Context: an optimization exercise on an open-source flow, tuned for small area, a short achievable clock period and few clock cycles. The choices shown serve that exercise and are no tape-out recipe. The RTL was checked by simulation tests, not by an equivalence proof against the original design. No activity file was given, so power comes from the tool's default toggle rates.

--- design.v ---
module polder_lanes (
    input  wire         clk,
    input  wire         rst,           
    input  wire         in_valid,
    output wire         in_ready,
    input  wire         in_mode,       
    input  wire         in_last,       
    input  wire [31:0]  in_row,        
    input  wire [63:0]  in_col,        
    input  wire [1:0]   in_row_pres,
    input  wire [3:0]   in_col_pres,
    output wire         sh_valid,
    input  wire         sh_release,
    input  wire [2:0]   rd_lane,       
    output wire [33:0]  rd_re,
    output wire [33:0]  rd_im
);
    localparam ROWS = 2;
    localparam COLS = 4;
    localparam LANES = ROWS * COLS;
    function [15:0] unpack;   
        input [15:0] s;
        input        mode;
        begin
            if (mode)
                unpack = s;
            else
                unpack = {{4{s[3]}}, s[3:0], {4{s[7]}}, s[7:4]};
        end
    endfunction
    reg sh_full;    
    reg q_last;     
    reg clr;        
    reg ld;         
    wire busy = sh_full | q_last | ld;
    assign in_ready = ~(in_last & busy);
    assign sh_valid = sh_full;
    wire fire = in_valid & in_ready & ~rst;
    reg [15:0] q_row [0:ROWS-1];
    reg [15:0] q_col [0:COLS-1];
    genvar r, c;
    generate
        for (r = 0; r < ROWS; r = r + 1) begin : g_in_row
            always @(posedge clk)
                q_row[r] <= (fire & in_row_pres[r]) ? unpack(in_row[16*r +: 16], in_mode) : 16'd0;
        end
        for (c = 0; c < COLS; c = c + 1) begin : g_in_col
            always @(posedge clk)
                q_col[c] <= in_col_pres[c] ? unpack(in_col[16*c +: 16], in_mode) : 16'd0;
        end
    endgenerate
    always @(posedge clk) begin
        if (rst) begin
            q_last  <= 1'b0;
            clr     <= 1'b1;
            ld      <= 1'b0;
            sh_full <= 1'b0;
        end else begin
            q_last <= fire & in_last;
            clr    <= q_last;
            ld     <= q_last;
            if (ld)
                sh_full <= 1'b1;
            else if (sh_release)
                sh_full <= 1'b0;
        end
    end
    reg [16:0] nlo_re [0:LANES-1];    
    reg [16:0] nlo_im [0:LANES-1];
    reg [16:0] hi_re [0:LANES-1];
    reg [16:0] hi_im [0:LANES-1];
    reg        up_re [0:LANES-1];
    reg        dn_re [0:LANES-1];
    reg        up_im [0:LANES-1];
    reg        dn_im [0:LANES-1];
    reg [16:0] sh_nlo_re [0:LANES-1];  
    reg [16:0] sh_nlo_im [0:LANES-1];
    reg [16:0] sh_hi_re  [0:LANES-1];
    reg [16:0] sh_hi_im  [0:LANES-1];
    generate
        for (r = 0; r < ROWS; r = r + 1) begin : g_row
            for (c = 0; c < COLS; c = c + 1) begin : g_col
                localparam L = r * COLS + c;
                wire [7:0] xr = q_row[r][7:0];
                wire [7:0] xi = q_row[r][15:8];
                wire [7:0] yr = q_col[c][7:0];
                wire [7:0] yi = q_col[c][15:8];
                wire [16:0] ns_re, ns_im;
                wire inc_re, dec_re, inc_im, dec_im;
                pl_mac_re u_re (.xr(xr), .xi(xi), .yr(yr), .yi(yi),
                                .nxr(~xr), .nxi(~xi), .nyr(~yr), .nyi(~yi),
                                .na(nlo_re[L] | {17{clr}}),
                                .ns(ns_re), .inc(inc_re), .dec(dec_re));
                pl_mac_im u_im (.xr(xr), .xi(xi), .yr(yr), .yi(yi),
                                .nxr(~xr), .nxi(~xi), .nyr(~yr), .nyi(~yi),
                                .na(nlo_im[L] | {17{clr}}),
                                .ns(ns_im), .inc(inc_im), .dec(dec_im));
                wire [16:0] hn_re = updown(hi_re[L], up_re[L], dn_re[L]);
                wire [16:0] hn_im = updown(hi_im[L], up_im[L], dn_im[L]);
                always @(posedge clk) begin
                    nlo_re[L] <= ns_re;
                    nlo_im[L] <= ns_im;
                    up_re[L] <= inc_re;
                    dn_re[L] <= dec_re;
                    up_im[L] <= inc_im;
                    dn_im[L] <= dec_im;
                    hi_re[L] <= clr ? 17'd0 : hn_re;
                    hi_im[L] <= clr ? 17'd0 : hn_im;
                    if (ld) begin
                        sh_nlo_re[L] <= nlo_re[L];
                        sh_nlo_im[L] <= nlo_im[L];
                        sh_hi_re[L]  <= hn_re;
                        sh_hi_im[L]  <= hn_im;
                    end
                end
            end
        end
    endgenerate
    function [16:0] updown;
        input [16:0] h;
        input        up;
        input        down;
        integer i;
        reg ones, zeros;
        begin
            ones = 1'b1;
            zeros = 1'b1;
            for (i = 0; i < 17; i = i + 1) begin
                updown[i] = h[i] ^ ((up & ones) | (down & zeros));
                ones = ones & h[i];
                zeros = zeros & ~h[i];
            end
        end
    endfunction
    assign rd_re = {sh_hi_re[rd_lane], ~sh_nlo_re[rd_lane]};
    assign rd_im = {sh_hi_im[rd_lane], ~sh_nlo_im[rd_lane]};
endmodule
module pl_mac_re (
    input  wire [7:0] xr, xi, yr, yi,
    input  wire [7:0] nxr, nxi, nyr, nyi,   
    input  wire [16:0] na,                   
    output wire [16:0] ns,
    output wire inc,
    output wire dec
);
    wire t1, t2;
    pl_ha u_t1 (.a(~(xr[0] & yr[5])), .b(~(xr[1] & yr[4])), .s(t1), .co(t2));
    wire t3, t4;
    pl_ha u_t3 (.a(~(xr[0] & yr[6])), .b(~(xr[1] & yr[5])), .s(t3), .co(t4));
    wire t5, t6;
    pl_fa u_t5 (.a(~(xr[2] & yr[4])), .b(~(xr[3] & yr[3])), .c(~(xr[4] & yr[2])), .s(t5), .co(t6));
    wire t7, t8;
    pl_ha u_t7 (.a(~(nxr[0] | nyr[7])), .b(~(xr[1] & yr[6])), .s(t7), .co(t8));
    wire t9, t10;
    pl_fa u_t9 (.a(~(xr[2] & yr[5])), .b(~(xr[3] & yr[4])), .c(~(xr[4] & yr[3])), .s(t9), .co(t10));
    wire t11, t12;
    pl_fa u_t11 (.a(~(xr[5] & yr[2])), .b(~(xr[6] & yr[1])), .c(~(nxr[7] | nyr[0])), .s(t11), .co(t12));
    wire t13, t14;
    pl_fa u_t13 (.a(~(nxi[0] | nyi[7])), .b(~(xi[1] & yi[6])), .c(1'b1), .s(t13), .co(t14));
    wire t15, t16;
    pl_ha u_t15 (.a(~(nxr[1] | nyr[7])), .b(~(xr[2] & yr[6])), .s(t15), .co(t16));
    wire t17, t18;
    pl_fa u_t17 (.a(~(xr[3] & yr[5])), .b(~(xr[4] & yr[4])), .c(~(xr[5] & yr[3])), .s(t17), .co(t18));
    wire t19, t20;
    pl_fa u_t19 (.a(~(xr[6] & yr[2])), .b(~(nxr[7] | nyr[1])), .c(~(nxi[1] | nyi[7])), .s(t19), .co(t20));
    wire t21, t22;
    pl_fa u_t21 (.a(~(xi[2] & yi[6])), .b(~(xi[3] & yi[5])), .c(1'b1), .s(t21), .co(t22));
    wire t23, t24;
    pl_fa u_t23 (.a(~(nxr[2] | nyr[7])), .b(~(xr[3] & yr[6])), .c(~(xr[4] & yr[5])), .s(t23), .co(t24));
    wire t25, t26;
    pl_fa u_t25 (.a(~(xr[5] & yr[4])), .b(~(xr[6] & yr[3])), .c(~(nxr[7] | nyr[2])), .s(t25), .co(t26));
    wire t27, t28;
    pl_ha u_t27 (.a(~(xr[0] & yr[3])), .b(~(xr[1] & yr[2])), .s(t27), .co(t28));
    wire t29, t30;
    pl_ha u_t29 (.a(~(xr[0] & yr[4])), .b(~(xr[1] & yr[3])), .s(t29), .co(t30));
    wire t31, t32;
    pl_fa u_t31 (.a(~(xr[2] & yr[2])), .b(~(xr[3] & yr[1])), .c(~(xr[4] & yr[0])), .s(t31), .co(t32));
    wire t33, t34;
    pl_fa u_t33 (.a(~(xr[2] & yr[3])), .b(~(xr[3] & yr[2])), .c(~(xr[4] & yr[1])), .s(t33), .co(t34));
    wire t35, t36;
    pl_fa u_t35 (.a(~(xr[5] & yr[0])), .b(~(xi[0] & yi[5])), .c(~(xi[1] & yi[4])), .s(t35), .co(t36));
    wire t37, t38;
    pl_fa u_t37 (.a(~(xi[2] & yi[3])), .b(~(xi[3] & yi[2])), .c(1'b1), .s(t37), .co(t38));
    wire t39, t40;
    pl_fa u_t39 (.a(~(xr[5] & yr[1])), .b(~(xr[6] & yr[0])), .c(~(xi[0] & yi[6])), .s(t39), .co(t40));
    wire t41, t42;
    pl_fa u_t41 (.a(~(xi[1] & yi[5])), .b(~(xi[2] & yi[4])), .c(~(xi[3] & yi[3])), .s(t41), .co(t42));
    wire t43, t44;
    pl_fa u_t43 (.a(~(xi[4] & yi[2])), .b(~(xi[5] & yi[1])), .c(~(xi[6] & yi[0])), .s(t43), .co(t44));
    wire t45, t46;
    pl_fa u_t45 (.a(na[6]), .b(t2), .c(1'b1), .s(t45), .co(t46));
    wire t47, t48;
    pl_fa u_t47 (.a(~(xi[2] & yi[5])), .b(~(xi[3] & yi[4])), .c(~(xi[4] & yi[3])), .s(t47), .co(t48));
    wire t49, t50;
    pl_fa u_t49 (.a(~(xi[5] & yi[2])), .b(~(xi[6] & yi[1])), .c(~(nxi[7] | nyi[0])), .s(t49), .co(t50));
    wire t51, t52;
    pl_fa u_t51 (.a(na[7]), .b(t4), .c(t6), .s(t51), .co(t52));
    wire t53, t54;
    pl_fa u_t53 (.a(t7), .b(t9), .c(t11), .s(t53), .co(t54));
    wire t55, t56;
    pl_fa u_t55 (.a(~(xi[4] & yi[4])), .b(~(xi[5] & yi[3])), .c(~(xi[6] & yi[2])), .s(t55), .co(t56));
    wire t57, t58;
    pl_fa u_t57 (.a(~(nxi[7] | nyi[1])), .b(na[8]), .c(t8), .s(t57), .co(t58));
    wire t59, t60;
    pl_fa u_t59 (.a(t10), .b(t12), .c(t14), .s(t59), .co(t60));
    wire t61, t62;
    pl_fa u_t61 (.a(t15), .b(t17), .c(t19), .s(t61), .co(t62));
    wire t63, t64;
    pl_fa u_t63 (.a(~(nxi[2] | nyi[7])), .b(~(xi[3] & yi[6])), .c(~(xi[4] & yi[5])), .s(t63), .co(t64));
    wire t65, t66;
    pl_fa u_t65 (.a(~(xi[5] & yi[4])), .b(~(xi[6] & yi[3])), .c(~(nxi[7] | nyi[2])), .s(t65), .co(t66));
    wire t67, t68;
    pl_fa u_t67 (.a(na[9]), .b(t16), .c(t18), .s(t67), .co(t68));
    wire t69, t70;
    pl_fa u_t69 (.a(t20), .b(t22), .c(t23), .s(t69), .co(t70));
    wire t71, t72;
    pl_fa u_t71 (.a(~(nxr[3] | nyr[7])), .b(~(xr[4] & yr[6])), .c(~(xr[5] & yr[5])), .s(t71), .co(t72));
    wire t73, t74;
    pl_fa u_t73 (.a(~(xr[6] & yr[4])), .b(~(nxr[7] | nyr[3])), .c(~(nxi[3] | nyi[7])), .s(t73), .co(t74));
    wire t75, t76;
    pl_fa u_t75 (.a(~(xi[4] & yi[6])), .b(~(xi[5] & yi[5])), .c(~(xi[6] & yi[4])), .s(t75), .co(t76));
    wire t77, t78;
    pl_fa u_t77 (.a(~(nxi[7] | nyi[3])), .b(na[10]), .c(t24), .s(t77), .co(t78));
    wire t79, t80;
    pl_fa u_t79 (.a(~(nxr[4] | nyr[7])), .b(~(xr[5] & yr[6])), .c(~(xr[6] & yr[5])), .s(t79), .co(t80));
    wire t81, t82;
    pl_fa u_t81 (.a(~(nxr[7] | nyr[4])), .b(~(nxi[4] | nyi[7])), .c(~(xi[5] & yi[6])), .s(t81), .co(t82));
    wire t83, t84;
    pl_ha u_t83 (.a(~(xr[0] & yr[2])), .b(~(xr[1] & yr[1])), .s(t83), .co(t84));
    wire t85, t86;
    pl_fa u_t85 (.a(~(xr[2] & yr[1])), .b(~(xr[3] & yr[0])), .c(~(xi[0] & yi[3])), .s(t85), .co(t86));
    wire t87, t88;
    pl_fa u_t87 (.a(~(xi[1] & yi[2])), .b(~(xi[2] & yi[1])), .c(1'b1), .s(t87), .co(t88));
    wire t89, t90;
    pl_fa u_t89 (.a(~(xi[0] & yi[4])), .b(~(xi[1] & yi[3])), .c(~(xi[2] & yi[2])), .s(t89), .co(t90));
    wire t91, t92;
    pl_fa u_t91 (.a(~(xi[3] & yi[1])), .b(~(xi[4] & yi[0])), .c(na[4]), .s(t91), .co(t92));
    wire t93, t94;
    pl_fa u_t93 (.a(t28), .b(t29), .c(1'b1), .s(t93), .co(t94));
    wire t95, t96;
    pl_fa u_t95 (.a(~(xi[4] & yi[1])), .b(~(xi[5] & yi[0])), .c(na[5]), .s(t95), .co(t96));
    wire t97, t98;
    pl_fa u_t97 (.a(t30), .b(t32), .c(t33), .s(t97), .co(t98));
    wire t99, t100;
    pl_fa u_t99 (.a(t35), .b(t37), .c(t1), .s(t99), .co(t100));
    wire t101, t102;
    pl_fa u_t101 (.a(t34), .b(t36), .c(t38), .s(t101), .co(t102));
    wire t103, t104;
    pl_fa u_t103 (.a(t39), .b(t41), .c(t43), .s(t103), .co(t104));
    wire t105, t106;
    pl_fa u_t105 (.a(t3), .b(t5), .c(t45), .s(t105), .co(t106));
    wire t107, t108;
    pl_fa u_t107 (.a(t40), .b(t42), .c(t44), .s(t107), .co(t108));
    wire t109, t110;
    pl_fa u_t109 (.a(t47), .b(t49), .c(t13), .s(t109), .co(t110));
    wire t111, t112;
    pl_fa u_t111 (.a(t46), .b(t51), .c(t53), .s(t111), .co(t112));
    wire t113, t114;
    pl_fa u_t113 (.a(t48), .b(t50), .c(t55), .s(t113), .co(t114));
    wire t115, t116;
    pl_fa u_t115 (.a(t21), .b(t52), .c(t54), .s(t115), .co(t116));
    wire t117, t118;
    pl_fa u_t117 (.a(t57), .b(t59), .c(t61), .s(t117), .co(t118));
    wire t119, t120;
    pl_fa u_t119 (.a(t56), .b(t63), .c(t65), .s(t119), .co(t120));
    wire t121, t122;
    pl_fa u_t121 (.a(t25), .b(t58), .c(t60), .s(t121), .co(t122));
    wire t123, t124;
    pl_fa u_t123 (.a(t62), .b(t67), .c(t69), .s(t123), .co(t124));
    wire t125, t126;
    pl_fa u_t125 (.a(t64), .b(t66), .c(t71), .s(t125), .co(t126));
    wire t127, t128;
    pl_fa u_t127 (.a(t73), .b(t75), .c(t26), .s(t127), .co(t128));
    wire t129, t130;
    pl_fa u_t129 (.a(t68), .b(t70), .c(t77), .s(t129), .co(t130));
    wire t131, t132;
    pl_fa u_t131 (.a(~(xi[6] & yi[5])), .b(~(nxi[7] | nyi[4])), .c(na[11]), .s(t131), .co(t132));
    wire t133, t134;
    pl_fa u_t133 (.a(t72), .b(t74), .c(t76), .s(t133), .co(t134));
    wire t135, t136;
    pl_fa u_t135 (.a(t79), .b(t81), .c(t78), .s(t135), .co(t136));
    wire t137, t138;
    pl_fa u_t137 (.a(~(nxr[5] | nyr[7])), .b(~(xr[6] & yr[6])), .c(~(nxr[7] | nyr[5])), .s(t137), .co(t138));
    wire t139, t140;
    pl_fa u_t139 (.a(~(nxi[5] | nyi[7])), .b(~(xi[6] & yi[6])), .c(~(nxi[7] | nyi[5])), .s(t139), .co(t140));
    wire t141, t142;
    pl_fa u_t141 (.a(na[12]), .b(t80), .c(t82), .s(t141), .co(t142));
    wire t143, t144;
    pl_fa u_t143 (.a(~(nxr[6] | nyr[7])), .b(~(nxr[7] | nyr[6])), .c(~(nxi[6] | nyi[7])), .s(t143), .co(t144));
    wire t145, t146;
    pl_ha u_t145 (.a(~(xr[0] & yr[1])), .b(~(xr[1] & yr[0])), .s(t145), .co(t146));
    wire t147, t148;
    pl_fa u_t147 (.a(~(xr[2] & yr[0])), .b(~(xi[0] & yi[2])), .c(~(xi[1] & yi[1])), .s(t147), .co(t148));
    wire t149, t150;
    pl_fa u_t149 (.a(~(xi[2] & yi[0])), .b(na[2]), .c(1'b1), .s(t149), .co(t150));
    wire t151, t152;
    pl_fa u_t151 (.a(~(xi[3] & yi[0])), .b(na[3]), .c(t84), .s(t151), .co(t152));
    wire t153, t154;
    pl_fa u_t153 (.a(t85), .b(t87), .c(t27), .s(t153), .co(t154));
    wire t155, t156;
    pl_fa u_t155 (.a(t86), .b(t88), .c(t89), .s(t155), .co(t156));
    wire t157, t158;
    pl_fa u_t157 (.a(t91), .b(t31), .c(t93), .s(t157), .co(t158));
    wire t159, t160;
    pl_fa u_t159 (.a(t90), .b(t92), .c(t95), .s(t159), .co(t160));
    wire t161, t162;
    pl_fa u_t161 (.a(t94), .b(t97), .c(t99), .s(t161), .co(t162));
    wire t163, t164;
    pl_fa u_t163 (.a(t96), .b(t98), .c(t100), .s(t163), .co(t164));
    wire t165, t166;
    pl_fa u_t165 (.a(t101), .b(t103), .c(t105), .s(t165), .co(t166));
    wire t167, t168;
    pl_fa u_t167 (.a(t102), .b(t104), .c(t107), .s(t167), .co(t168));
    wire t169, t170;
    pl_fa u_t169 (.a(t109), .b(t106), .c(t111), .s(t169), .co(t170));
    wire t171, t172;
    pl_fa u_t171 (.a(t108), .b(t110), .c(t113), .s(t171), .co(t172));
    wire t173, t174;
    pl_fa u_t173 (.a(t112), .b(t115), .c(t117), .s(t173), .co(t174));
    wire t175, t176;
    pl_fa u_t175 (.a(t114), .b(t119), .c(t116), .s(t175), .co(t176));
    wire t177, t178;
    pl_fa u_t177 (.a(t118), .b(t121), .c(t123), .s(t177), .co(t178));
    wire t179, t180;
    pl_fa u_t179 (.a(t120), .b(t125), .c(t127), .s(t179), .co(t180));
    wire t181, t182;
    pl_fa u_t181 (.a(t122), .b(t124), .c(t129), .s(t181), .co(t182));
    wire t183, t184;
    pl_fa u_t183 (.a(t131), .b(t126), .c(t128), .s(t183), .co(t184));
    wire t185, t186;
    pl_fa u_t185 (.a(t133), .b(t130), .c(t135), .s(t185), .co(t186));
    wire t187, t188;
    pl_fa u_t187 (.a(t132), .b(t137), .c(t139), .s(t187), .co(t188));
    wire t189, t190;
    pl_fa u_t189 (.a(t134), .b(t141), .c(t136), .s(t189), .co(t190));
    wire t191, t192;
    pl_fa u_t191 (.a(~(nxi[7] | nyi[6])), .b(na[13]), .c(t138), .s(t191), .co(t192));
    wire t193, t194;
    pl_fa u_t193 (.a(t140), .b(t143), .c(t142), .s(t193), .co(t194));
    wire t195, t196;
    pl_fa u_t195 (.a(~(xr[7] & yr[7])), .b(~(xi[7] & yi[7])), .c(na[14]), .s(t195), .co(t196));
    wire t197, t198;
    pl_ha u_t197 (.a(~(xr[0] & yr[0])), .b(~(xi[0] & yi[0])), .s(t197), .co(t198));
    wire t199, t200;
    pl_fa u_t199 (.a(~(xi[0] & yi[1])), .b(~(xi[1] & yi[0])), .c(na[1]), .s(t199), .co(t200));
    wire t201, t202;
    pl_fa u_t201 (.a(t146), .b(t147), .c(t149), .s(t201), .co(t202));
    wire t203, t204;
    pl_fa u_t203 (.a(t148), .b(t150), .c(t151), .s(t203), .co(t204));
    wire t205, t206;
    pl_fa u_t205 (.a(t152), .b(t154), .c(t155), .s(t205), .co(t206));
    wire t207, t208;
    pl_fa u_t207 (.a(t156), .b(t159), .c(t158), .s(t207), .co(t208));
    wire t209, t210;
    pl_fa u_t209 (.a(t160), .b(t162), .c(t163), .s(t209), .co(t210));
    wire t211, t212;
    pl_fa u_t211 (.a(t164), .b(t167), .c(t166), .s(t211), .co(t212));
    wire t213, t214;
    pl_fa u_t213 (.a(t168), .b(t171), .c(t170), .s(t213), .co(t214));
    wire t215, t216;
    pl_fa u_t215 (.a(t172), .b(t174), .c(t175), .s(t215), .co(t216));
    wire t217, t218;
    pl_fa u_t217 (.a(t179), .b(t176), .c(t178), .s(t217), .co(t218));
    wire t219, t220;
    pl_fa u_t219 (.a(t180), .b(t183), .c(t182), .s(t219), .co(t220));
    wire t221, t222;
    pl_fa u_t221 (.a(t187), .b(t184), .c(t186), .s(t221), .co(t222));
    wire t223, t224;
    pl_fa u_t223 (.a(t188), .b(t191), .c(t193), .s(t223), .co(t224));
    wire t225, t226;
    pl_fa u_t225 (.a(t195), .b(t144), .c(t192), .s(t225), .co(t226));
    wire t227, t228;
    pl_fa u_t227 (.a(t198), .b(t199), .c(1'b1), .s(t227), .co(t228));
    wire t229, t230;
    pl_fa u_t229 (.a(t200), .b(t83), .c(t201), .s(t229), .co(t230));
    wire t231, t232;
    pl_fa u_t231 (.a(t202), .b(t153), .c(t203), .s(t231), .co(t232));
    wire t233, t234;
    pl_fa u_t233 (.a(t204), .b(t205), .c(t157), .s(t233), .co(t234));
    wire t235, t236;
    pl_fa u_t235 (.a(t206), .b(t161), .c(t207), .s(t235), .co(t236));
    wire t237, t238;
    pl_fa u_t237 (.a(t208), .b(t209), .c(t165), .s(t237), .co(t238));
    wire t239, t240;
    pl_fa u_t239 (.a(t210), .b(t169), .c(t211), .s(t239), .co(t240));
    wire t241, t242;
    pl_fa u_t241 (.a(t173), .b(t212), .c(t213), .s(t241), .co(t242));
    wire t243, t244;
    pl_fa u_t243 (.a(t177), .b(t214), .c(t215), .s(t243), .co(t244));
    wire t245, t246;
    pl_fa u_t245 (.a(t181), .b(t216), .c(t217), .s(t245), .co(t246));
    wire t247, t248;
    pl_fa u_t247 (.a(t185), .b(t218), .c(t219), .s(t247), .co(t248));
    wire t249, t250;
    pl_fa u_t249 (.a(t189), .b(t220), .c(t221), .s(t249), .co(t250));
    wire t251, t252;
    pl_fa u_t251 (.a(t223), .b(t190), .c(t222), .s(t251), .co(t252));
    wire t253, t254;
    pl_fa u_t253 (.a(t225), .b(t194), .c(t224), .s(t253), .co(t254));
    wire t255, t256;
    pl_fa u_t255 (.a(na[15]), .b(t196), .c(t226), .s(t255), .co(t256));
    wire t257 = ~na[16];
    wire t258 = na[16];
    wire [16:0] nra = {t256, t254, t252, t250, t248, t246, t244, t242, t240, t238, t236, t234, t232, t230, t228, t227, na[0]};
    wire [16:0] nrb = {t257, t255, t253, t251, t249, t247, t245, t243, t241, t239, t237, t235, t233, t231, t229, t145, t197};
    wire [17:0] t = {1'b0, nra} + {1'b0, nrb};
    assign ns = t[16:0];
    assign inc = ~(t[17] | t258);
    assign dec = t[17] & t258;
endmodule
module pl_mac_im (
    input  wire [7:0] xr, xi, yr, yi,
    input  wire [7:0] nxr, nxi, nyr, nyi,   
    input  wire [16:0] na,                   
    output wire [16:0] ns,
    output wire inc,
    output wire dec
);
    wire t1, t2;
    pl_ha u_t1 (.a(~(xi[0] & yr[5])), .b(~(xi[1] & yr[4])), .s(t1), .co(t2));
    wire t3, t4;
    pl_ha u_t3 (.a(~(xi[0] & yr[6])), .b(~(xi[1] & yr[5])), .s(t3), .co(t4));
    wire t5, t6;
    pl_fa u_t5 (.a(~(xi[2] & yr[4])), .b(~(xi[3] & yr[3])), .c(~(xi[4] & yr[2])), .s(t5), .co(t6));
    wire t7, t8;
    pl_ha u_t7 (.a(~(nxi[0] | nyr[7])), .b(~(xi[1] & yr[6])), .s(t7), .co(t8));
    wire t9, t10;
    pl_fa u_t9 (.a(~(xi[2] & yr[5])), .b(~(xi[3] & yr[4])), .c(~(xi[4] & yr[3])), .s(t9), .co(t10));
    wire t11, t12;
    pl_fa u_t11 (.a(~(xi[5] & yr[2])), .b(~(xi[6] & yr[1])), .c(~(nxi[7] | nyr[0])), .s(t11), .co(t12));
    wire t13, t14;
    pl_fa u_t13 (.a(~(xr[0] & yi[7])), .b(~(nxr[1] | nyi[6])), .c(1'b1), .s(t13), .co(t14));
    wire t15, t16;
    pl_ha u_t15 (.a(~(nxi[1] | nyr[7])), .b(~(xi[2] & yr[6])), .s(t15), .co(t16));
    wire t17, t18;
    pl_fa u_t17 (.a(~(xi[3] & yr[5])), .b(~(xi[4] & yr[4])), .c(~(xi[5] & yr[3])), .s(t17), .co(t18));
    wire t19, t20;
    pl_fa u_t19 (.a(~(xi[6] & yr[2])), .b(~(nxi[7] | nyr[1])), .c(~(xr[1] & yi[7])), .s(t19), .co(t20));
    wire t21, t22;
    pl_fa u_t21 (.a(~(nxr[2] | nyi[6])), .b(~(nxr[3] | nyi[5])), .c(1'b1), .s(t21), .co(t22));
    wire t23, t24;
    pl_fa u_t23 (.a(~(nxi[2] | nyr[7])), .b(~(xi[3] & yr[6])), .c(~(xi[4] & yr[5])), .s(t23), .co(t24));
    wire t25, t26;
    pl_fa u_t25 (.a(~(xi[5] & yr[4])), .b(~(xi[6] & yr[3])), .c(~(nxi[7] | nyr[2])), .s(t25), .co(t26));
    wire t27, t28;
    pl_ha u_t27 (.a(~(xi[0] & yr[3])), .b(~(xi[1] & yr[2])), .s(t27), .co(t28));
    wire t29, t30;
    pl_ha u_t29 (.a(~(xi[0] & yr[4])), .b(~(xi[1] & yr[3])), .s(t29), .co(t30));
    wire t31, t32;
    pl_fa u_t31 (.a(~(xi[2] & yr[2])), .b(~(xi[3] & yr[1])), .c(~(xi[4] & yr[0])), .s(t31), .co(t32));
    wire t33, t34;
    pl_fa u_t33 (.a(~(xi[2] & yr[3])), .b(~(xi[3] & yr[2])), .c(~(xi[4] & yr[1])), .s(t33), .co(t34));
    wire t35, t36;
    pl_fa u_t35 (.a(~(xi[5] & yr[0])), .b(~(nxr[0] | nyi[5])), .c(~(nxr[1] | nyi[4])), .s(t35), .co(t36));
    wire t37, t38;
    pl_fa u_t37 (.a(~(nxr[2] | nyi[3])), .b(~(nxr[3] | nyi[2])), .c(1'b1), .s(t37), .co(t38));
    wire t39, t40;
    pl_fa u_t39 (.a(~(xi[5] & yr[1])), .b(~(xi[6] & yr[0])), .c(~(nxr[0] | nyi[6])), .s(t39), .co(t40));
    wire t41, t42;
    pl_fa u_t41 (.a(~(nxr[1] | nyi[5])), .b(~(nxr[2] | nyi[4])), .c(~(nxr[3] | nyi[3])), .s(t41), .co(t42));
    wire t43, t44;
    pl_fa u_t43 (.a(~(nxr[4] | nyi[2])), .b(~(nxr[5] | nyi[1])), .c(~(nxr[6] | nyi[0])), .s(t43), .co(t44));
    wire t45, t46;
    pl_fa u_t45 (.a(na[6]), .b(t2), .c(1'b1), .s(t45), .co(t46));
    wire t47, t48;
    pl_fa u_t47 (.a(~(nxr[2] | nyi[5])), .b(~(nxr[3] | nyi[4])), .c(~(nxr[4] | nyi[3])), .s(t47), .co(t48));
    wire t49, t50;
    pl_fa u_t49 (.a(~(nxr[5] | nyi[2])), .b(~(nxr[6] | nyi[1])), .c(~(xr[7] & yi[0])), .s(t49), .co(t50));
    wire t51, t52;
    pl_fa u_t51 (.a(na[7]), .b(t4), .c(t6), .s(t51), .co(t52));
    wire t53, t54;
    pl_fa u_t53 (.a(t7), .b(t9), .c(t11), .s(t53), .co(t54));
    wire t55, t56;
    pl_fa u_t55 (.a(~(nxr[4] | nyi[4])), .b(~(nxr[5] | nyi[3])), .c(~(nxr[6] | nyi[2])), .s(t55), .co(t56));
    wire t57, t58;
    pl_fa u_t57 (.a(~(xr[7] & yi[1])), .b(na[8]), .c(t8), .s(t57), .co(t58));
    wire t59, t60;
    pl_fa u_t59 (.a(t10), .b(t12), .c(t14), .s(t59), .co(t60));
    wire t61, t62;
    pl_fa u_t61 (.a(t15), .b(t17), .c(t19), .s(t61), .co(t62));
    wire t63, t64;
    pl_fa u_t63 (.a(~(xr[2] & yi[7])), .b(~(nxr[3] | nyi[6])), .c(~(nxr[4] | nyi[5])), .s(t63), .co(t64));
    wire t65, t66;
    pl_fa u_t65 (.a(~(nxr[5] | nyi[4])), .b(~(nxr[6] | nyi[3])), .c(~(xr[7] & yi[2])), .s(t65), .co(t66));
    wire t67, t68;
    pl_fa u_t67 (.a(na[9]), .b(t16), .c(t18), .s(t67), .co(t68));
    wire t69, t70;
    pl_fa u_t69 (.a(t20), .b(t22), .c(t23), .s(t69), .co(t70));
    wire t71, t72;
    pl_fa u_t71 (.a(~(nxi[3] | nyr[7])), .b(~(xi[4] & yr[6])), .c(~(xi[5] & yr[5])), .s(t71), .co(t72));
    wire t73, t74;
    pl_fa u_t73 (.a(~(xi[6] & yr[4])), .b(~(nxi[7] | nyr[3])), .c(~(xr[3] & yi[7])), .s(t73), .co(t74));
    wire t75, t76;
    pl_fa u_t75 (.a(~(nxr[4] | nyi[6])), .b(~(nxr[5] | nyi[5])), .c(~(nxr[6] | nyi[4])), .s(t75), .co(t76));
    wire t77, t78;
    pl_fa u_t77 (.a(~(xr[7] & yi[3])), .b(na[10]), .c(t24), .s(t77), .co(t78));
    wire t79, t80;
    pl_fa u_t79 (.a(~(nxi[4] | nyr[7])), .b(~(xi[5] & yr[6])), .c(~(xi[6] & yr[5])), .s(t79), .co(t80));
    wire t81, t82;
    pl_fa u_t81 (.a(~(nxi[7] | nyr[4])), .b(~(xr[4] & yi[7])), .c(~(nxr[5] | nyi[6])), .s(t81), .co(t82));
    wire t83, t84;
    pl_ha u_t83 (.a(~(xi[0] & yr[2])), .b(~(xi[1] & yr[1])), .s(t83), .co(t84));
    wire t85, t86;
    pl_fa u_t85 (.a(~(xi[2] & yr[1])), .b(~(xi[3] & yr[0])), .c(~(nxr[0] | nyi[3])), .s(t85), .co(t86));
    wire t87, t88;
    pl_fa u_t87 (.a(~(nxr[1] | nyi[2])), .b(~(nxr[2] | nyi[1])), .c(1'b1), .s(t87), .co(t88));
    wire t89, t90;
    pl_fa u_t89 (.a(~(nxr[0] | nyi[4])), .b(~(nxr[1] | nyi[3])), .c(~(nxr[2] | nyi[2])), .s(t89), .co(t90));
    wire t91, t92;
    pl_fa u_t91 (.a(~(nxr[3] | nyi[1])), .b(~(nxr[4] | nyi[0])), .c(na[4]), .s(t91), .co(t92));
    wire t93, t94;
    pl_fa u_t93 (.a(t28), .b(t29), .c(1'b1), .s(t93), .co(t94));
    wire t95, t96;
    pl_fa u_t95 (.a(~(nxr[4] | nyi[1])), .b(~(nxr[5] | nyi[0])), .c(na[5]), .s(t95), .co(t96));
    wire t97, t98;
    pl_fa u_t97 (.a(t30), .b(t32), .c(t33), .s(t97), .co(t98));
    wire t99, t100;
    pl_fa u_t99 (.a(t35), .b(t37), .c(t1), .s(t99), .co(t100));
    wire t101, t102;
    pl_fa u_t101 (.a(t34), .b(t36), .c(t38), .s(t101), .co(t102));
    wire t103, t104;
    pl_fa u_t103 (.a(t39), .b(t41), .c(t43), .s(t103), .co(t104));
    wire t105, t106;
    pl_fa u_t105 (.a(t3), .b(t5), .c(t45), .s(t105), .co(t106));
    wire t107, t108;
    pl_fa u_t107 (.a(t40), .b(t42), .c(t44), .s(t107), .co(t108));
    wire t109, t110;
    pl_fa u_t109 (.a(t47), .b(t49), .c(t13), .s(t109), .co(t110));
    wire t111, t112;
    pl_fa u_t111 (.a(t46), .b(t51), .c(t53), .s(t111), .co(t112));
    wire t113, t114;
    pl_fa u_t113 (.a(t48), .b(t50), .c(t55), .s(t113), .co(t114));
    wire t115, t116;
    pl_fa u_t115 (.a(t21), .b(t52), .c(t54), .s(t115), .co(t116));
    wire t117, t118;
    pl_fa u_t117 (.a(t57), .b(t59), .c(t61), .s(t117), .co(t118));
    wire t119, t120;
    pl_fa u_t119 (.a(t56), .b(t63), .c(t65), .s(t119), .co(t120));
    wire t121, t122;
    pl_fa u_t121 (.a(t25), .b(t58), .c(t60), .s(t121), .co(t122));
    wire t123, t124;
    pl_fa u_t123 (.a(t62), .b(t67), .c(t69), .s(t123), .co(t124));
    wire t125, t126;
    pl_fa u_t125 (.a(t64), .b(t66), .c(t71), .s(t125), .co(t126));
    wire t127, t128;
    pl_fa u_t127 (.a(t73), .b(t75), .c(t26), .s(t127), .co(t128));
    wire t129, t130;
    pl_fa u_t129 (.a(t68), .b(t70), .c(t77), .s(t129), .co(t130));
    wire t131, t132;
    pl_fa u_t131 (.a(~(nxr[6] | nyi[5])), .b(~(xr[7] & yi[4])), .c(na[11]), .s(t131), .co(t132));
    wire t133, t134;
    pl_fa u_t133 (.a(t72), .b(t74), .c(t76), .s(t133), .co(t134));
    wire t135, t136;
    pl_fa u_t135 (.a(t79), .b(t81), .c(t78), .s(t135), .co(t136));
    wire t137, t138;
    pl_fa u_t137 (.a(~(nxi[5] | nyr[7])), .b(~(xi[6] & yr[6])), .c(~(nxi[7] | nyr[5])), .s(t137), .co(t138));
    wire t139, t140;
    pl_fa u_t139 (.a(~(xr[5] & yi[7])), .b(~(nxr[6] | nyi[6])), .c(~(xr[7] & yi[5])), .s(t139), .co(t140));
    wire t141, t142;
    pl_fa u_t141 (.a(na[12]), .b(t80), .c(t82), .s(t141), .co(t142));
    wire t143, t144;
    pl_fa u_t143 (.a(~(nxi[6] | nyr[7])), .b(~(nxi[7] | nyr[6])), .c(~(xr[6] & yi[7])), .s(t143), .co(t144));
    wire t145, t146;
    pl_ha u_t145 (.a(~(xi[0] & yr[1])), .b(~(xi[1] & yr[0])), .s(t145), .co(t146));
    wire t147, t148;
    pl_fa u_t147 (.a(~(xi[2] & yr[0])), .b(~(nxr[0] | nyi[2])), .c(~(nxr[1] | nyi[1])), .s(t147), .co(t148));
    wire t149, t150;
    pl_fa u_t149 (.a(~(nxr[2] | nyi[0])), .b(na[2]), .c(1'b1), .s(t149), .co(t150));
    wire t151, t152;
    pl_fa u_t151 (.a(~(nxr[3] | nyi[0])), .b(na[3]), .c(t84), .s(t151), .co(t152));
    wire t153, t154;
    pl_fa u_t153 (.a(t85), .b(t87), .c(t27), .s(t153), .co(t154));
    wire t155, t156;
    pl_fa u_t155 (.a(t86), .b(t88), .c(t89), .s(t155), .co(t156));
    wire t157, t158;
    pl_fa u_t157 (.a(t91), .b(t31), .c(t93), .s(t157), .co(t158));
    wire t159, t160;
    pl_fa u_t159 (.a(t90), .b(t92), .c(t95), .s(t159), .co(t160));
    wire t161, t162;
    pl_fa u_t161 (.a(t94), .b(t97), .c(t99), .s(t161), .co(t162));
    wire t163, t164;
    pl_fa u_t163 (.a(t96), .b(t98), .c(t100), .s(t163), .co(t164));
    wire t165, t166;
    pl_fa u_t165 (.a(t101), .b(t103), .c(t105), .s(t165), .co(t166));
    wire t167, t168;
    pl_fa u_t167 (.a(t102), .b(t104), .c(t107), .s(t167), .co(t168));
    wire t169, t170;
    pl_fa u_t169 (.a(t109), .b(t106), .c(t111), .s(t169), .co(t170));
    wire t171, t172;
    pl_fa u_t171 (.a(t108), .b(t110), .c(t113), .s(t171), .co(t172));
    wire t173, t174;
    pl_fa u_t173 (.a(t112), .b(t115), .c(t117), .s(t173), .co(t174));
    wire t175, t176;
    pl_fa u_t175 (.a(t114), .b(t119), .c(t116), .s(t175), .co(t176));
    wire t177, t178;
    pl_fa u_t177 (.a(t118), .b(t121), .c(t123), .s(t177), .co(t178));
    wire t179, t180;
    pl_fa u_t179 (.a(t120), .b(t125), .c(t127), .s(t179), .co(t180));
    wire t181, t182;
    pl_fa u_t181 (.a(t122), .b(t124), .c(t129), .s(t181), .co(t182));
    wire t183, t184;
    pl_fa u_t183 (.a(t131), .b(t126), .c(t128), .s(t183), .co(t184));
    wire t185, t186;
    pl_fa u_t185 (.a(t133), .b(t130), .c(t135), .s(t185), .co(t186));
    wire t187, t188;
    pl_fa u_t187 (.a(t132), .b(t137), .c(t139), .s(t187), .co(t188));
    wire t189, t190;
    pl_fa u_t189 (.a(t134), .b(t141), .c(t136), .s(t189), .co(t190));
    wire t191, t192;
    pl_fa u_t191 (.a(~(xr[7] & yi[6])), .b(na[13]), .c(t138), .s(t191), .co(t192));
    wire t193, t194;
    pl_fa u_t193 (.a(t140), .b(t143), .c(t142), .s(t193), .co(t194));
    wire t195, t196;
    pl_fa u_t195 (.a(~(xi[7] & yr[7])), .b(~(nxr[7] | nyi[7])), .c(na[14]), .s(t195), .co(t196));
    wire t197, t198;
    pl_fa u_t197 (.a(~(nxr[0] | nyi[1])), .b(~(nxr[1] | nyi[0])), .c(1'b1), .s(t197), .co(t198));
    wire t199, t200;
    pl_fa u_t199 (.a(t146), .b(t147), .c(t149), .s(t199), .co(t200));
    wire t201, t202;
    pl_fa u_t201 (.a(t148), .b(t150), .c(t151), .s(t201), .co(t202));
    wire t203, t204;
    pl_fa u_t203 (.a(t152), .b(t154), .c(t155), .s(t203), .co(t204));
    wire t205, t206;
    pl_fa u_t205 (.a(t156), .b(t159), .c(t158), .s(t205), .co(t206));
    wire t207, t208;
    pl_fa u_t207 (.a(t160), .b(t162), .c(t163), .s(t207), .co(t208));
    wire t209, t210;
    pl_fa u_t209 (.a(t164), .b(t167), .c(t166), .s(t209), .co(t210));
    wire t211, t212;
    pl_fa u_t211 (.a(t168), .b(t171), .c(t170), .s(t211), .co(t212));
    wire t213, t214;
    pl_fa u_t213 (.a(t172), .b(t174), .c(t175), .s(t213), .co(t214));
    wire t215, t216;
    pl_fa u_t215 (.a(t179), .b(t176), .c(t178), .s(t215), .co(t216));
    wire t217, t218;
    pl_fa u_t217 (.a(t180), .b(t183), .c(t182), .s(t217), .co(t218));
    wire t219, t220;
    pl_fa u_t219 (.a(t187), .b(t184), .c(t186), .s(t219), .co(t220));
    wire t221, t222;
    pl_fa u_t221 (.a(t188), .b(t191), .c(t193), .s(t221), .co(t222));
    wire t223, t224;
    pl_fa u_t223 (.a(t195), .b(t144), .c(t192), .s(t223), .co(t224));
    wire t225, t226;
    pl_fa u_t225 (.a(~(xi[0] & yr[0])), .b(~(nxr[0] | nyi[0])), .c(1'b1), .s(t225), .co(t226));
    wire t227, t228;
    pl_fa u_t227 (.a(na[1]), .b(t197), .c(t145), .s(t227), .co(t228));
    wire t229, t230;
    pl_fa u_t229 (.a(t198), .b(t83), .c(t199), .s(t229), .co(t230));
    wire t231, t232;
    pl_fa u_t231 (.a(t200), .b(t153), .c(t201), .s(t231), .co(t232));
    wire t233, t234;
    pl_fa u_t233 (.a(t202), .b(t203), .c(t157), .s(t233), .co(t234));
    wire t235, t236;
    pl_fa u_t235 (.a(t204), .b(t161), .c(t205), .s(t235), .co(t236));
    wire t237, t238;
    pl_fa u_t237 (.a(t206), .b(t207), .c(t165), .s(t237), .co(t238));
    wire t239, t240;
    pl_fa u_t239 (.a(t208), .b(t169), .c(t209), .s(t239), .co(t240));
    wire t241, t242;
    pl_fa u_t241 (.a(t173), .b(t210), .c(t211), .s(t241), .co(t242));
    wire t243, t244;
    pl_fa u_t243 (.a(t177), .b(t212), .c(t213), .s(t243), .co(t244));
    wire t245, t246;
    pl_fa u_t245 (.a(t181), .b(t214), .c(t215), .s(t245), .co(t246));
    wire t247, t248;
    pl_fa u_t247 (.a(t185), .b(t216), .c(t217), .s(t247), .co(t248));
    wire t249, t250;
    pl_fa u_t249 (.a(t189), .b(t218), .c(t219), .s(t249), .co(t250));
    wire t251, t252;
    pl_fa u_t251 (.a(t221), .b(t190), .c(t220), .s(t251), .co(t252));
    wire t253, t254;
    pl_fa u_t253 (.a(t223), .b(t194), .c(t222), .s(t253), .co(t254));
    wire t255, t256;
    pl_fa u_t255 (.a(na[15]), .b(t196), .c(t224), .s(t255), .co(t256));
    wire t257 = ~na[16];
    wire t258 = na[16];
    wire [16:0] nra = {t256, t254, t252, t250, t248, t246, t244, t242, t240, t238, t236, t234, t232, t230, t228, t226, t225};
    wire [16:0] nrb = {t257, t255, t253, t251, t249, t247, t245, t243, t241, t239, t237, t235, t233, t231, t229, t227, na[0]};
    wire [17:0] t = {1'b0, nra} + {1'b0, nrb};
    assign ns = t[16:0];
    assign inc = ~(t[17] | t258);
    assign dec = t[17] & t258;
endmodule
module pl_fa (input wire a, input wire b, input wire c, output wire s, output wire co);
    assign s = a ^ b ^ c;
    assign co = (a & b) | (a & c) | (b & c);
endmodule
module pl_ha (input wire a, input wire b, output wire s, output wire co);
    assign s = a ^ b;
    assign co = a & b;
endmodule
--- flow/run.sh ---
#!/bin/bash
set -e
export SETUP_SLACK_MARGIN=6.2
bash standard.sh MATCH_CELL_FOOTPRINT=0 "BUFFER_PORTS_ARGS=-buffer_cell sky130_fd_sc_hd__buf_2" finish > standard.log 2>&1
--- standard.sh ---
#!/bin/bash
# synth_recipe.tcl (not shown) runs the flow's synth.tcl, then flattens the netlist and writes it again
# the make line also repeats each setting of config.mk as NAME=value (left out here)
make -C /OpenROAD-flow-scripts/flow DESIGN_CONFIG=/design/flow/config.mk WORK_HOME=/design/flow/orfs CLKGATE_MAP_FILE= SYNTH_SCRIPT=/design/flow/synth_recipe.tcl "${@:-finish}"
--- config.mk ---
export PLATFORM = sky130hd
export DESIGN_NAME = polder_lanes
export DESIGN_NICKNAME = polder_lanes
export VERILOG_FILES = /design/flow/design.v
export SDC_FILE = /design/flow/constraint.sdc
export NUM_CORES = 4
export LEC_CHECK = 0
export CAP_MARGIN = 20
export CORE_MARGIN = 2
export CORE_UTILIZATION = 40
export SLEW_MARGIN = 20
export SYNTH_HIERARCHICAL = 1
--- constraint.sdc ---
create_clock -name core_clock -period 12.5 [get_ports {clk}]
set_input_delay 2.5000 -clock core_clock [delete_from_list [all_inputs] [get_ports {clk}]]
set_output_delay 2.5000 -clock core_clock [all_outputs]
set_load 0.01 [all_outputs]
==> out/qor.txt, run 1 <==
Status - finished clean
Clk buf depth - 3
I/O pin cnt - 181
Initial antenna violation count - 25
Clock Pin Slew Worst Setup and Hold Paths - 0.06 ns
Vias - 83460
Clock power frac - 0.145
TritonCTS Buffers - 145
Die width - 524.2 um
VDD IR-drop max - 0.1884 mV
Number of buffers inserted by hold repair at cts - 0
Worst Setup Start Kind - primary input
Period utilisation layout - 0.5288
Clock sink total - 1220
Syn Area/Cell - 11.01 um^2
DRC viols - 0
Psw - 14.59 mW
Htree depth - 4
Die area - 274700 um^2
Setup_tns - 0 ns
Reg-to-reg endpoint - nlo_im[7][14]
Cell Area, Synth - 108200 um^2
Clock Latency Late Sink - 0.86 ns
Mux cell area share after synthesis - 0.02385
Final net count - 12840
Sequential area share after synthesis - 0.2760
Adder-cell share of the synthesized area - 0.4038
Sequential standard cell area - 29920 um^2
Total GRT Usage - 0.2952
PortBufs - 180
Syn-to-layout area delta - 14.56%
Seq pwr share - 0.230
Area taken by multi-input logic gates - 78560 um^2
Req. time, crit path - 10.00 ns
# rows - 190
Internal power - 16.87 mW
Hold depth - 0
First-pass GRT wire length - 588200 um
Crit-path max FO - 5
CTS tree - yes
Root buffer selected by CTS - clkbuf_16
Tightest Pin Transition - 1.110 ns
Class of the worst hold path - flip-flop to flip-flop
Power, Total - 31.45 mW
Final setup fails - 0
Crit path launch - rd_lane[2]
Max cap viols - 0
Core area - 268600 um^2
Pleak - 43.34 nW
Clk_skew - 0.04496 ns
Worst Setup End Kind - output port
Pin count of the biggest net entering global routing - 124
Synth Area in Compound Gates - 0.07844
Post-synth ARST share - 0
Simple logic cell fraction of the synthesized area - 0.1634
GP Congestion - 0.9961
FMAX - 151.3 MHz
EDFF count, synth - 544
Routed wire length - 405900 um
Post-synthesis xor/xnor area fraction - 0.03747
RSZ-0062 raised after global routing - true
Filler cell count - 24480
ANT nets after route - 0
Share of layout cells above drive strength 1 - 0.1389
Combinational power share - 0.625
Post-synthesis register bit count - 1220
Initial DRT Pass Iterations - 7
Starting density of the core - 0.4029
Number of global-route vias before repair - 86350
Switching share of power - 0.4637
Final min period - 6.611 ns
Final hold violations - 0
Power Density - 253.7 nW/um^2
Synth unique cells - 82
Kind of critical path - primary input to output port
Final global-route overflow total - 0
Fin. max-slew vios - 0
Slew HR - 0.2534
Layout Utilization - 0.4616
Die Ht - 524.2 um
Worst path arrival time - 4.11 ns
Post-DP HPWL - 283600 um
Drt first-iter violations - 9581
Routed length per placed instance - 28.84 um
Sink of the worst hold path - sh_nlo_im[0][16]
Flop-to-flop setup slack - 6.26 ns
Largest family of logic cells by synthesized area - adder cells
Vias per cell - 5.930
FF-to-FF Start - q_row[1][14]
Number of cells on the worst reg-to-reg path - 15
Top FF cell, synth - dfxtp_1
Hold_sp - nlo_im[0][16]
Post-synthesis cell count - 9829
Ys Warns - 21
## synthesized netlist by cell type, types with 15 or more instances
| cell | count | share of area |
|---|---|---|
| mux2_2 | 27 | 0.0028 |
| nor2_1 | 1056 | 0.037 |
| a311oi_1 | 24 | 0.0019 |
| a31oi_1 | 56 | 0.0032 |
| nand3_1 | 85 | 0.0039 |
| a221oi_1 | 38 | 0.0031 |
| a221oi_2 | 16 | 0.0022 |
| nand2_1 | 1616 | 0.056 |
| nor3_1 | 80 | 0.0037 |
| xor2_1 | 144 | 0.012 |
| a21o_1 | 129 | 0.0089 |
| ha_1 | 408 | 0.047 |
| mux4_2 | 34 | 0.0071 |
| o21ai_0 | 172 | 0.0080 |
| mux2i_1 | 151 | 0.014 |
| a21oi_1 | 325 | 0.015 |
| edfxtp_1 | 544 | 0.15 |
| and2_1 | 33 | 0.0019 |
| o21bai_1 | 29 | 0.0020 |
| o22ai_1 | 43 | 0.0025 |
| nand4_1 | 88 | 0.0051 |
| clkbuf_1 | 191 | 0.0066 |
| dfxtp_1 | 676 | 0.13 |
| buf_1 | 15 | 0.00052 |
| a32oi_1 | 20 | 0.0016 |
| o21a_1 | 25 | 0.0017 |
| o211ai_1 | 40 | 0.0028 |
| conb_1 | 16 | 0.00055 |
| a211oi_1 | 55 | 0.0038 |
| o31a_1 | 16 | 0.0013 |
| xnor2_1 | 319 | 0.026 |
| a21boi_0 | 62 | 0.0043 |
| nand2b_1 | 58 | 0.0034 |
| o311ai_0 | 24 | 0.0019 |
| or3_1 | 29 | 0.0017 |
| or4_1 | 29 | 0.0020 |
| a22oi_1 | 35 | 0.0024 |
| and3_1 | 60 | 0.0035 |
| nor4_1 | 67 | 0.0039 |
| inv_1 | 231 | 0.0080 |
| or2_2 | 293 | 0.017 |
| fa_1 | 1928 | 0.36 |
| o31ai_1 | 17 | 0.0012 |
| nor2b_1 | 315 | 0.018 |
| o31ai_2 | 16 | 0.0018 |
## worst max-delay path: stages
cell	delay (ns)
buf_16	0.14
clkbuf_16	0.18
nor2b_4	0.31
buf_4	0.23
a22o_1	0.14
a221o_2	0.34
o21ai_1	0.10
buf_2	0.15
## metrics by stage
step | hold WS, ns | area, um^2 | cells | setup slack [ns]
detailed placement | 0.4064 | 114600 | 13630 | 4.481
global placement | 0.4057 | 114600 | 13620 | 4.511
CTS | 0.4086 | 122500 | 14010 | 5.942
finish | 0.4160 | 124000 | 14070 | 5.889
floorplan | 0.4000 | 108800 | 9949 | 5.617
global route | 0.4173 | 124000 | 14070 | 5.900
## repair_timing
item / in CTS / in global routing
setup buffers: 80 / 52
endpoints found under the hold margin: 0 / 0
pin swaps: 60 / 75
gates cloned: 32 / 6
gates resized for setup: 300 / 192
setup endpoints to repair: 139 / 133
## power groups by stage
stage               logic, mW  registers, mW  clock network, mW
finish                   19.7           7.23               4.56
global route             21.6           7.31               4.78
CTS                      19.1           7.18               4.62
detailed placement       18.8           7.25                  0
global placement         18.4           7.21                  0
floorplan                14.5           6.59                  0
## cell usage in the layout (no fill, tap or decap), types with 30 or more instances in the layout
| master | count |
|---|---|
| fa_1 | 1928 |
| nand2_1 | 1612 |
| nor2_1 | 1032 |
| dfxtp_1 | 639 |
| edfxtp_1 | 544 |
| ha_1 | 408 |
| xnor2_1 | 319 |
| nor2b_1 | 311 |
| or2_2 | 293 |
| a21oi_1 | 292 |
| buf_4 | 233 |
| inv_1 | 208 |
| clkbuf_16 | 179 |
| buf_2 | 156 |
| o21ai_0 | 149 |
| xor2_1 | 144 |
| conb_1 | 136 |
| mux2i_1 | 132 |
| a21o_1 | 129 |
| nand4_1 | 88 |
| nand3_1 | 85 |
| nor3_1 | 80 |
| nor4_1 | 64 |
| a21boi_0 | 60 |
| a31oi_1 | 56 |
| and3_1 | 56 |
| nand2b_1 | 55 |
| buf_6 | 53 |
| a221oi_2 | 45 |
| o211ai_1 | 40 |
| mux4_2 | 34 |
| a211oi_1 | 34 |
| clkbuf_1 | 34 |
| dfxtp_2 | 34 |
| clkinvlp_4 | 33 |
| and2_1 | 31 |
| buf_12 | 31 |
| o22ai_1 | 30 |
| a22oi_1 | 30 |
## Yosys stat by module, one instance, submodules excluded
module / area (um^2) / cells / flip-flops and latches / times used
pl_mac_re: 1383 / 252 / 0 / 8
polder_lanes: 46690 / 3837 / 1220 / 1
pl_ha: 12.51 / 1 / 0 / 136
pl_fa: 20.02 / 1 / 0 / 1912
pl_mac_im: 1313 / 241 / 0 / 8
## routing by layer
layer	part of all wire	GRT usage	wire length (um)
met2	0.40	0.4068	162100
met3	0.13	0.1045	52530
met4	0.084	0.1990	34020
met5	0.00051	0.001733	205
met1	0.39	0.3884	157000
## layout make-up
class | instances | share of cell area
multi-input combinational | 8268 | 0.6336
tap | 3552 | 0.03584
clock buffer | 199 | 0.03288
timing repair buffer | 523 | 0.03991
sequential | 1220 | 0.2413
inverter | 232 | 0.007871
antenna | 7 | 0.0001413
clock inverter | 73 | 0.008406
## registers in the layout, indices dropped and copies added (netlist names), 8 cells and up
name,count
dn_im,8
dn_re,8
hi_im,136
hi_re,136
nlo_im,136
nlo_re,136
q_col,64
q_row,32
sh_hi_im,136
sh_hi_re,136
sh_nlo_im,136
sh_nlo_re,136
up_im,8
up_re,8
## logic make-up after synthesis
| family | count (synthesis) |
|---|---|
| AOI/OAI and AO/OA | 1238 |
| xor gates and xnor gates | 463 |
| adders and majority gates | 2336 |
| buffers and inverters | 462 |
| DFF | 1220 |
| muxes | 212 |
| other | 16 |
| and+or+nand+nor | 3882 |
## worst max-delay path by stage
stage | endpoint | cells after the start
after CTS | rd_re[8] | 8
after global routing | rd_im[23] | 9
after detailed placement | rd_re[23] | 9
after floorplan | in_ready | 1
after global placement | rd_re[23] | 9
final | rd_re[11] | 8
Testbench counts, summed over its fixed seeds: cycles 9,410.
==> run 2: changes to the inputs <==
--- a/config.mk
+++ b/config.mk
@@ -10,2 +10,4 @@
 export CORE_UTILIZATION = 40
+export CTS_BUF_LIST = sky130_fd_sc_hd__clkbuf_8
+export PLACE_DENSITY = 0.45
 export SLEW_MARGIN = 20
==> run 2 against run 1 <==
  * Fmax up 0.51%
  * Still clean on timing, DRC and antenna
  * Count of clock-buffer cells in the layout increased by 73
  * Synthesized cell count unchanged
  * Hold slack got worse by 0.021 ns
  * Final area about the same
  * Largest cell class unchanged
  * Wire length grew 7.7%
  * Via count is 2.1% lower
==> out/qor.txt, run 2 <==
Core area - 268600 um^2 (unchanged)
Top cell type's share of synthesized area - 0.3566 (unchanged)
Worst path arrival time - 4.08 ns (was 4.11 ns)
Area leader, netlist - fa_1 (unchanged)
Final min period - 6.577 ns (was 6.611 ns)
Period utilisation layout - 0.5262 (was 0.5288)
Combinational power share - 0.625 (about the same)
Req. time, crit path - 10.00 ns (about the same)
Fin. max-slew vios - 0 (unchanged)
Hold_sp - nlo_re[0][6] (was nlo_im[0][16])
First-pass GRT wire length - 620800 um (was 588200 um)
Post-synth ARST share - 0 (unchanged)
Root buffer selected by CTS - clkbuf_8 (was clkbuf_16)
Most frequent cells in the layout - 1928 x fa_1, 1607 x nand2_1, 1031 x nor2_1 (was 1928 x fa_1, 1612 x nand2_1, 1032 x nor2_1)
Number of global-route vias before repair - 85210 (was 86350)
Clock Pin Slew Worst Setup and Hold Paths - 0.06 ns (about the same)
Setup ws final - 5.923 ns (was 5.889 ns)
Clk buf depth - 4 (was 3)
Pleak - 43.85 nW (was 43.34 nW)
Worst Setup End Kind - output port (unchanged)
Synth area leaders - fa_1 36%, edfxtp_1 15%, dfxtp_1 13% (unchanged)
Flop-to-flop setup slack - 6.31 ns (was 6.26 ns)
Setup_tns - 0 ns (unchanged)
Routed wire length - 437000 um (was 405900 um)
Sink of the worst hold path - sh_nlo_re[0][6] (was sh_nlo_im[0][16])
PortBufs - 180 (unchanged)
FMAX - 152.0 MHz (was 151.3 MHz)
Post-DP HPWL - 305300 um (was 283600 um)
Clk_skew - 0.1183 ns (was 0.04496 ns)
I/O pin cnt - 181 (unchanged)
Die width - 524.2 um (unchanged)
Crit path cell chain - buf_16 > buf_16 > buf_16 > nor2b_4 > buf_12 > o2bb2ai_1 > nand2_1 > o221ai_4 > o21ai_4 > buf_2 (was buf_16 > clkbuf_16 > nor2b_4 > buf_4 > a22o_1 > a221o_2 > o21ai_1 > buf_2)
Die Ht - 524.2 um (unchanged)
Internal power - 16.82 mW (was 16.87 mW)
Clock power frac - 0.145 (about the same)
Pin count of the biggest net entering global routing - 147 (was 124)
Cell Count, Final, Fillers Out - 14230 (was 14070)
Htree depth - 4 (unchanged)
Syn-to-layout area delta - 14.65% (was 14.56%)
Syn Area/Cell - 11.01 um^2 (unchanged)
# rows - 190 (unchanged)
GP Congestion - 0.9162 (was 0.9961)
Crit-path most repeated cell - buf_16
Clock Latency Late Sink - 1.11 ns (was 0.86 ns)
Routed length per placed instance - 30.71 um (was 28.84 um)
CTS tree - yes (unchanged)
Final net count - 12910 (was 12840)
ANT nets after route - 0 (unchanged)
Top FF cell, synth - dfxtp_1 (unchanged)
Share of layout cells above drive strength 1 - 0.1453 (was 0.1389)
DRC viols - 0 (unchanged)
Placed Area - 114600 um^2 (about the same)
Drt first-iter violations - 7538 (was 9581)
Hold Slack - 0.3951 ns (was 0.4160 ns)
Post-synthesis cell count - 9829 (unchanged)
Vias per cell - 5.743 (was 5.930)
Filler cell count - 25240 (was 24480)
Final setup fails - 0 (unchanged)
Hold depth - 0 (unchanged)
Number of buffers inserted by hold repair at cts - 0 (unchanged)
Post-synthesis register bit count - 1220 (unchanged)
Placed Instances - 13630 (about the same)
Final hold violations - 0 (unchanged)
Tightest Pin Transition - 1.159 ns (was 1.110 ns)
Power Density - 253.4 nW/um^2 (was 253.7 nW/um^2)
Die area - 274700 um^2 (unchanged)
Status - finished clean (unchanged)
Switching share of power - 0.4651 (was 0.4637)
Initial DRT Pass Iterations - 5 (was 7)
Initial antenna violation count - 28 (was 25)
Slew HR - 0.2275 (was 0.2534)
Seq pwr share - 0.230 (about the same)
Synth unique cells - 82 (unchanged)
Dpl ws - 4.001 ns (was 4.481 ns)
Reg-to-reg endpoint - up_re[6] (was nlo_im[7][14])
Area taken by multi-input logic gates - 78450 um^2 (was 78560 um^2)
Cell Area, Synth - 108200 um^2 (unchanged)
Slowest CP cell - o221ai_4 (was a221o_2)
Vias - 81720 (was 83460)
Psw - 14.62 mW (was 14.59 mW)
Sequential area share after synthesis - 0.2760 (unchanged)
Max cap viols - 0 (unchanged)
Slowest cell delay on critical path - 0.21 ns (was 0.34 ns)
Kind of critical path - primary input to output port (unchanged)
FF-to-FF Start - q_row[1][9] (was q_row[1][14])
VDD IR-drop max - 0.1820 mV (was 0.1884 mV)
Synth top cells by count - 1928 x fa_1, 1616 x nand2_1, 1056 x nor2_1 (unchanged)
Commonest non-fill, non-tap cell in the layout - fa_1 (unchanged)
Cell area after layout - 124100 um^2 (was 124000 um^2)
Class of the worst hold path - flip-flop to flip-flop (unchanged)
RSZ-0062 raised after global routing - true (unchanged)
Total GRT Usage - 0.3178 (was 0.2952)
Crit-path max FO - 10 (was 5)
Sequential standard cell area - 29950 um^2 (was 29920 um^2)
Clock sink total - 1220 (unchanged)
Starting density of the core - 0.4029 (unchanged)
EDFF count, synth - 544 (unchanged)
Most common cell in the synthesized netlist - fa_1 (unchanged)
Number of cells on the worst reg-to-reg path - 15 (unchanged)
TritonCTS Buffers - 234 (was 145)
Worst Setup Start Kind - primary input (unchanged)
Ys Warns - 21 (unchanged)
Final global-route overflow total - 0 (unchanged)
-- run 2: cell counts after synthesis --
Identical to the previous run, type by type.
-- run 2: how the worst max path moves through the flow --
stage	from	end	cells after the start
5_1_grt	rd_lane[0]	rd_re[8]	8
2_1_floorplan	ld	in_ready	1
4_1_cts	rd_lane[1]	rd_im[11]	9
3_3_place_gp	rd_lane[2]	rd_re[2]	10
6_report	rd_lane[2]	rd_re[2]	10
3_5_place_dp	rd_lane[2]	rd_re[2]	10
-- run 2: logic make-up after synthesis --
kind of cell | count (synthesis) | synth area share
buffers and inverters | 462 | 0.01649
other | 16 | 0.0005549
and+or+nand+nor | 3882 | 0.1634
AOI/OAI and AO/OA | 1238 | 0.07844
xor gates and xnor gates | 463 | 0.03747
adders and majority gates | 2336 | 0.4038
DFF | 1220 | 0.2760
muxes | 212 | 0.02385
-- run 2: worst max-delay path: cells and delay by family --
kind | cells | cell delay (ns)
buf+inv | 5 | 0.74
simple gates | 2 | 0.24
compound gates | 3 | 0.52
-- run 2: cell type report --
type                       instances  area share
multi-input combinational       8268      0.6322
sequential                      1220      0.2413
timing repair buffer             508     0.04048
tap                             3552     0.03582
clock buffer                     272     0.03017
clock inverter                   170     0.01216
inverter                         232    0.007593
antenna                            6   0.0001210
timing repair inverter             1  0.00009075
-- run 2: timing repair --
action,CTS,global route
endpoints found under the setup margin,132,136
pin swaps,94,64
endpoints found under the hold margin,0,0
buffers inserted,77,33
resized for setup,349,153
gates cloned,35,6
-- run 2: stage by stage --
step           total power, mW  utilization
5_1_grt                  33.94       0.4619
4_1_cts                  31.29       0.4579
6_report                 31.45       0.4619
3_5_place_dp             26.30       0.4268
2_1_floorplan            21.14            -
3_3_place_gp             26.25       0.4267
-- run 2: per-module statistics from Yosys, one instance, submodules excluded --
module / times used / flip-flops and latches
pl_fa: 1912 / 0
pl_ha: 136 / 0
pl_mac_im: 8 / 0
pl_mac_re: 8 / 0
polder_lanes: 1 / 1220
-- run 2: layer usage --
| metal | track usage | up-vias | share of wire |
|---|---|---|---|
| li1 | - | 34490 | - |
| met1 | 0.4346 | 42460 | 0.42 |
| met2 | 0.4758 | 3934 | 0.43 |
| met3 | 0.07378 | 827 | 0.092 |
| met4 | 0.1532 | 10 | 0.057 |
| met5 | 0.004851 | - | 0.00055 |
-- run 2: power groups by stage --
stage               Sequential (mW)  Clock, mW  Combinational, mW
detailed placement             7.31          0               19.0
global route                   7.35       4.82               21.8
finish                         7.25       4.55               19.7
global placement               7.29          0               19.0
CTS                            7.25       4.66               19.4
floorplan                      6.59          0               14.5

[separate check: timing with driven ports]
No port has a modelled driver above. Below, the same layouts with a new extraction and two added sets of constraints. Step 1: set_driving_cell puts a clkbuf_16 on clk and a buf_2 on each other input, an assumption about the parent block. Step 2 also shifts input and output timing later by t, the mid clock arrival at the registers, as if the neighbouring blocks saw the same clock. Slacks: ideal / step 1 / step 2; pairs: ideal / step 1.
| run | t (ns) | setup WS [ns] | hold WS [ns] | cell pins on the clock port's net |
|---|---|---|---|---|
| run 1 | 0.956 | 5.889 / 5.562 / 5.562 | 0.416 / 0.416 / 0.416 | 1 |
| run 2 | 1.143 | 5.923 / 5.494 / 5.494 | 0.395 / 0.395 / 0.395 | 1 |
After both steps every run listed still meets setup and hold. The setup slack of run 2, which loses most, moves by -0.429 ns with the drivers and by -0.429 ns with both steps.
